Context: an optimization exercise on an open-source flow, tuned for small area, a short achievable clock period and few clock cycles per item. The choices shown serve that exercise and are no tape-out recipe.
At most, simulation tests tie the RTL to the original design; equivalence was not proved.
No activity file was given, so power comes from the tool's default toggle rates.

// winnow_dec
module winnow_dec (
    input  wire        clk,
    input  wire        rst,
    input  wire        in_valid,
    output wire        in_ready,
    input  wire [7:0]  in_data,
    input  wire [6:0]  in_n,
    output wire        out_valid,
    input  wire        out_ready,
    output wire [31:0] out_data,
    output wire        out_last
);
    localparam S_HDR  = 2'd0;      
    localparam S_FLAG = 2'd1;      
    localparam S_RAW  = 2'd2;      
    localparam S_BITS = 2'd3;      
    localparam D_CODE = 1'b0;      
    localparam D_ESC  = 1'b1;      
    reg [1:0]  st;
    reg        ds;
    reg [6:0]  n;
    reg [4:0]  kk;
    reg [4:0]  kp1;                
    reg [2:0]  lgk;                
    reg        fc;
    reg [1:0]  mode;
    reg [6:0]  cnt;                
    reg [1:0]  wc;                 
    reg [1:0]  bi;                 
    reg        irdy;               
  ...
export LEC_CHECK = 0
export CAP_MARGIN = 20
export CORE_MARGIN = 2
export CORE_UTILIZATION = 40
export SLEW_MARGIN = 20
create_clock -name core_clock -period 10.0 [get_ports {clk}]
standard.sh (not shown) runs the stock make flow with config.mk's settings and CLKGATE_MAP_FILE= SYNTH_SCRIPT=/design/flow/synth_recipe.tcl, a recipe that flattens the netlist after the stock synthesis.
==> flow/flow/run.sh <==
#!/bin/bash
set -euo pipefail
sed 's/CLKGATE_MAP_FILE= /CLKGATE_MAP_FILE= SETUP_SLACK_MARGIN=6.0 /' standard.sh > standard_margin.sh
bash standard_margin.sh > make_flow.log 2>&1
Then changed:
==> flow/flow/run.sh (replaced) <==
#!/bin/bash
set -euo pipefail
sed 's/CLKGATE_MAP_FILE= /CLKGATE_MAP_FILE= SETUP_SLACK_MARGIN=6.5 /' standard.sh > standard_margin.sh
bash standard_margin.sh > make_flow.log 2>&1
Outcome: The changed run produced a clean layout; worst setup slack degrades by 27 ps; first-iteration DRC count falls by 2.2%; maximum frequency falls by 0.65%; combinational power is higher by 22%.
Then changed:
==> flow/flow/run.sh (replaced) <==
#!/bin/bash
set -euo pipefail
sed 's/CLKGATE_MAP_FILE= /CLKGATE_MAP_FILE= SETUP_SLACK_MARGIN=6.0 /' standard.sh > standard_margin.sh
bash standard_margin.sh > make_flow.log 2>&1
- CTS_BUF_LIST: unset -> sky130_fd_sc_hd__clkbuf_4 sky130_fd_sc_hd__clkbuf_8
Cell area drops by about 8%. Setup slack is better by 29 ps. Maximum frequency grows by about 0.7%. Non-clock buffer count is lower by 142. Wire length drops by 8.6%. Register-to-register slack is better by 30 ps. Critical path depth increases by 2.
No functional check of the RTL was part of any run of this note.

* * *

Another version of the RTL of winnow_dec (not shown whole).
For scale: roughly 3200 cells after synthesis, roughly 760 flip-flops, ~54 I/O pins.
export LEC_CHECK = 0
export CAP_MARGIN = 20
export CORE_MARGIN = 2
export CORE_UTILIZATION = 40
export CTS_CLUSTER_DIAMETER = 80
export CTS_CLUSTER_SIZE = 24
export SLEW_MARGIN = 20
export TNS_END_PERCENT = 5
create_clock -name core_clock -period 10.0 [get_ports {clk}]
==> flow/flow/run.sh <==
#!/bin/bash
set -euo pipefail
sed "s/CLKGATE_MAP_FILE= /CLKGATE_MAP_FILE= SETUP_SLACK_MARGIN=6.0 'BUFFER_PORTS_ARGS=-buffer_cell sky130_fd_sc_hd__buf_2' /" standard.sh > standard_margin.sh
bash standard_margin.sh > make_flow.log 2>&1
The starting point completed without violations.
Testbench counts at the start, summed over its fixed seeds: cycles 36,056, blocks 320.
==> next run, changes <==
==> flow/flow/run.sh (replaced) <==
#!/bin/bash
set -euo pipefail
sed "s/CLKGATE_MAP_FILE= /CLKGATE_MAP_FILE= SETUP_SLACK_MARGIN=6.3 'BUFFER_PORTS_ARGS=-buffer_cell sky130_fd_sc_hd__buf_2' /" standard.sh > standard_margin.sh
bash standard_margin.sh > make_flow.log 2>&1
Worst hold slack loses 0.0094 ns.
Total power rises by a few percent.
Wire length goes up by a few percent.
Synthesized area does not change.
Sequential power hardly moves.

* * *

winnow_dec, a different RTL version from the one above (not shown whole).
Size in the first run: roughly 3,300 cells after synthesis.
export LEC_CHECK = 0
export CAP_MARGIN = 20
export CORE_MARGIN = 2
export CORE_UTILIZATION = 50
export CTS_CLUSTER_DIAMETER = 80
export CTS_CLUSTER_SIZE = 24
export SLEW_MARGIN = 20
create_clock -name core_clock -period 10.0 [get_ports {clk}]
==> flow/flow/run.sh <==
#!/bin/bash
set -euo pipefail
sed 's/CLKGATE_MAP_FILE= /CLKGATE_MAP_FILE= SETUP_SLACK_MARGIN=6.3 /' standard.sh > standard_margin.sh
bash standard_margin.sh > make_flow.log 2>&1
Edit:
- CORE_UTILIZATION: 50 -> 40
The new run completed without violations; total power shrinks by 1.7%; first-iteration DRC count falls by 2.3%; wire length is lower by 7.5%.
Function was not checked in any run of this note: the RTL went through the layout flow alone.

* * *

== main ==
winnow_dec, a different RTL version from the one above (not shown whole).
Size: roughly 3400 cells after synthesis, about 54 I/O pins, about 35000 um2 of cells after synthesis.
// winnow_dec
module winnow_dec (
    input  wire        clk,
    input  wire        rst,
    input  wire        in_valid,
    output wire        in_ready,
    input  wire [7:0]  in_data,
    input  wire [6:0]  in_n,
    output wire        out_valid,
    input  wire        out_ready,
    output wire [31:0] out_data,
    output wire        out_last
);
    localparam S_HDR  = 2'd0;      
    localparam S_FLAG = 2'd1;      
    localparam S_RAW  = 2'd2;      
    localparam S_BITS = 2'd3;      
    localparam D_CODE = 1'b0;      
    localparam D_ESC  = 1'b1;      
    reg [1:0]  st;
    reg        ds;
    reg [6:0]  n;
    reg [4:0]  kk;
    reg [2:0]  lgk;                
    reg        fc;
    reg [1:0]  mode;
    reg [6:0]  cnt;                
    reg [1:0]  wc;                 
    reg        warm;               
    reg [5:0]  ar;                 
    reg [1:0]  bi;                 
    reg        irdy;               
    reg [511:0] ring;              
    reg [5:0]  s;                  
    reg [7:0]  flag_c;
    reg [31:0] fbuf;               
    reg [1:0]  c2;                 
    reg        fok;                
    reg [39:0] W;                  
    reg [5:0]  bcnt;
    reg        le32;               
    reg [7:0]  ib;                 
    reg        ibv;
    reg        rdyb;               
    reg        more;               
    reg [6:0]  lbr;                
    reg [4:0]  qacc;               
    reg        uv;
    reg [23:0] u;                  
    reg        up1, up2;           
    reg [7:0]  uflag;
    reg        ulast;
    reg        ov;
    reg [31:0] out_word;
    reg        olast;
    reg [23:0] x2;
    wire [23:0] x1 = out_word[31:8];
    assign in_ready  = irdy;
    assign out_valid = ov;
    assign out_data  = out_word;
    assign out_last  = olast;
    wire s2go    = uv && (!ov || out_ready);
    wire s1_free = !uv || s2go;
  ...
==> flow/config.mk <==
export PLATFORM = sky130hd
export DESIGN_NAME = winnow_dec
export DESIGN_NICKNAME = winnow_dec
export VERILOG_FILES = /design/flow/design.v
export SDC_FILE = /design/flow/constraint.sdc
export NUM_CORES = 4
export LEC_CHECK = 0
export CAP_MARGIN = 20
export CORE_MARGIN = 2
export CORE_UTILIZATION = 40
export CTS_CLUSTER_DIAMETER = 80
export CTS_CLUSTER_SIZE = 24
export SLEW_MARGIN = 20
export TNS_END_PERCENT = 0
==> flow/constraint.sdc <==
create_clock -name core_clock -period 10.0 [get_ports {clk}]
set_input_delay 2.0000 -clock core_clock [delete_from_list [all_inputs] [get_ports {clk}]]
set_output_delay 2.0000 -clock core_clock [all_outputs]
set_load 0.01 [all_outputs]
==> flow/flow/run.sh <==
#!/bin/bash
set -euo pipefail
sed "s/CLKGATE_MAP_FILE= /CLKGATE_MAP_FILE= SETUP_SLACK_MARGIN=6.3 'BUFFER_PORTS_ARGS=-buffer_cell sky130_fd_sc_hd__buf_2' /" standard.sh > standard_margin.sh
bash standard_margin.sh > make_flow.log 2>&1
Testbench counts of main, summed over its fixed seeds: cycles 35,752, blocks 320.
Relative to main, the following input files were edited for the feature branch:
- ABC_AREA now 1, previously not set
- TNS_END_PERCENT now 5, was 0
Findings:
Measured against each other, main and the feature branch differ in critical path depth, the higher figure coming from the feature branch. Taking main as 1.0, the feature branch lands at 0.808 on non-clock buffer count. The capture point of the worst path comes out W[22] in one run and W[6] in the other, namely in the feature branch and main respectively. Lower headroom to the max-slew limit was reported by main, not the feature branch. main → the feature branch: design area went down about 1.2%; number of multi-input combinational cells in the layout went up 752. Compared with main, in the feature branch routed wire length increased by 2700 um relative to the old numbers; final critical-path share of the clock period higher; synthesized area went up. Note that the net count of the mapped netlist recorded for main amounts to 0.78 times the value seen in the feature branch. Slowest stage cell on the critical path: o22ai_1 -> the feature branch, a21boi_0 -> main.

-- afterwards: timing with drivers on the ports --
Ports are ideal in the flow. The routed layouts listed here were re-timed in OpenROAD. Step 1 (the two cells are an assumption about what drives the block):
set clk [get_ports {clk}]
set_driving_cell -lib_cell sky130_fd_sc_hd__clkbuf_16 $clk
set_driving_cell -lib_cell sky130_fd_sc_hd__buf_2 [delete_from_list [all_inputs] $clk]
Step 2 also shifts input and output timing later by t, the mid clock arrival at the registers, as if the neighbouring blocks saw the same clock. Three values: ideal, step 1, step 2; two values: the first two.
run	shift t [ns]	slack for setup (ns)	hold slack, ns	pins driven straight from the clock port
the first run of note 1	0.667	5.881 / 5.881 / 5.363	0.331 / 0.331 / 0.331	1
the second run of note 1	0.678	5.854 / 5.854 / 5.607	0.337 / 0.337 / 0.337	1
the third run of note 1	0.774	5.883 / 5.883 / 5.234	0.333 / 0.333 / 0.333	1
the first run of note 2	0.664	6.059 / 5.977 / 5.313	0.319 / 0.319 / 0.319	1
the second run of note 2	0.662	6.249 / 6.219 / 5.556	0.310 / 0.310 / 0.310	1
the first run of note 3	0.679	6.158 / 6.158 / 5.672	0.315 / 0.315 / 0.315	1
the second run of note 3	0.655	6.195 / 6.195 / 5.681	0.306 / 0.306 / 0.306	1
main	0.678	6.252 / 6.253 / 5.577	0.300 / 0.300 / 0.300	1
the feature branch	0.673	6.147 / 6.190 / 5.517	0.313 / 0.313 / 0.313	1
After both steps setup and hold are still met in every run listed. For the first run of note 2, which loses most, drivers alone change the setup slack by -0.082 ns; drivers and shift together by -0.746 ns.
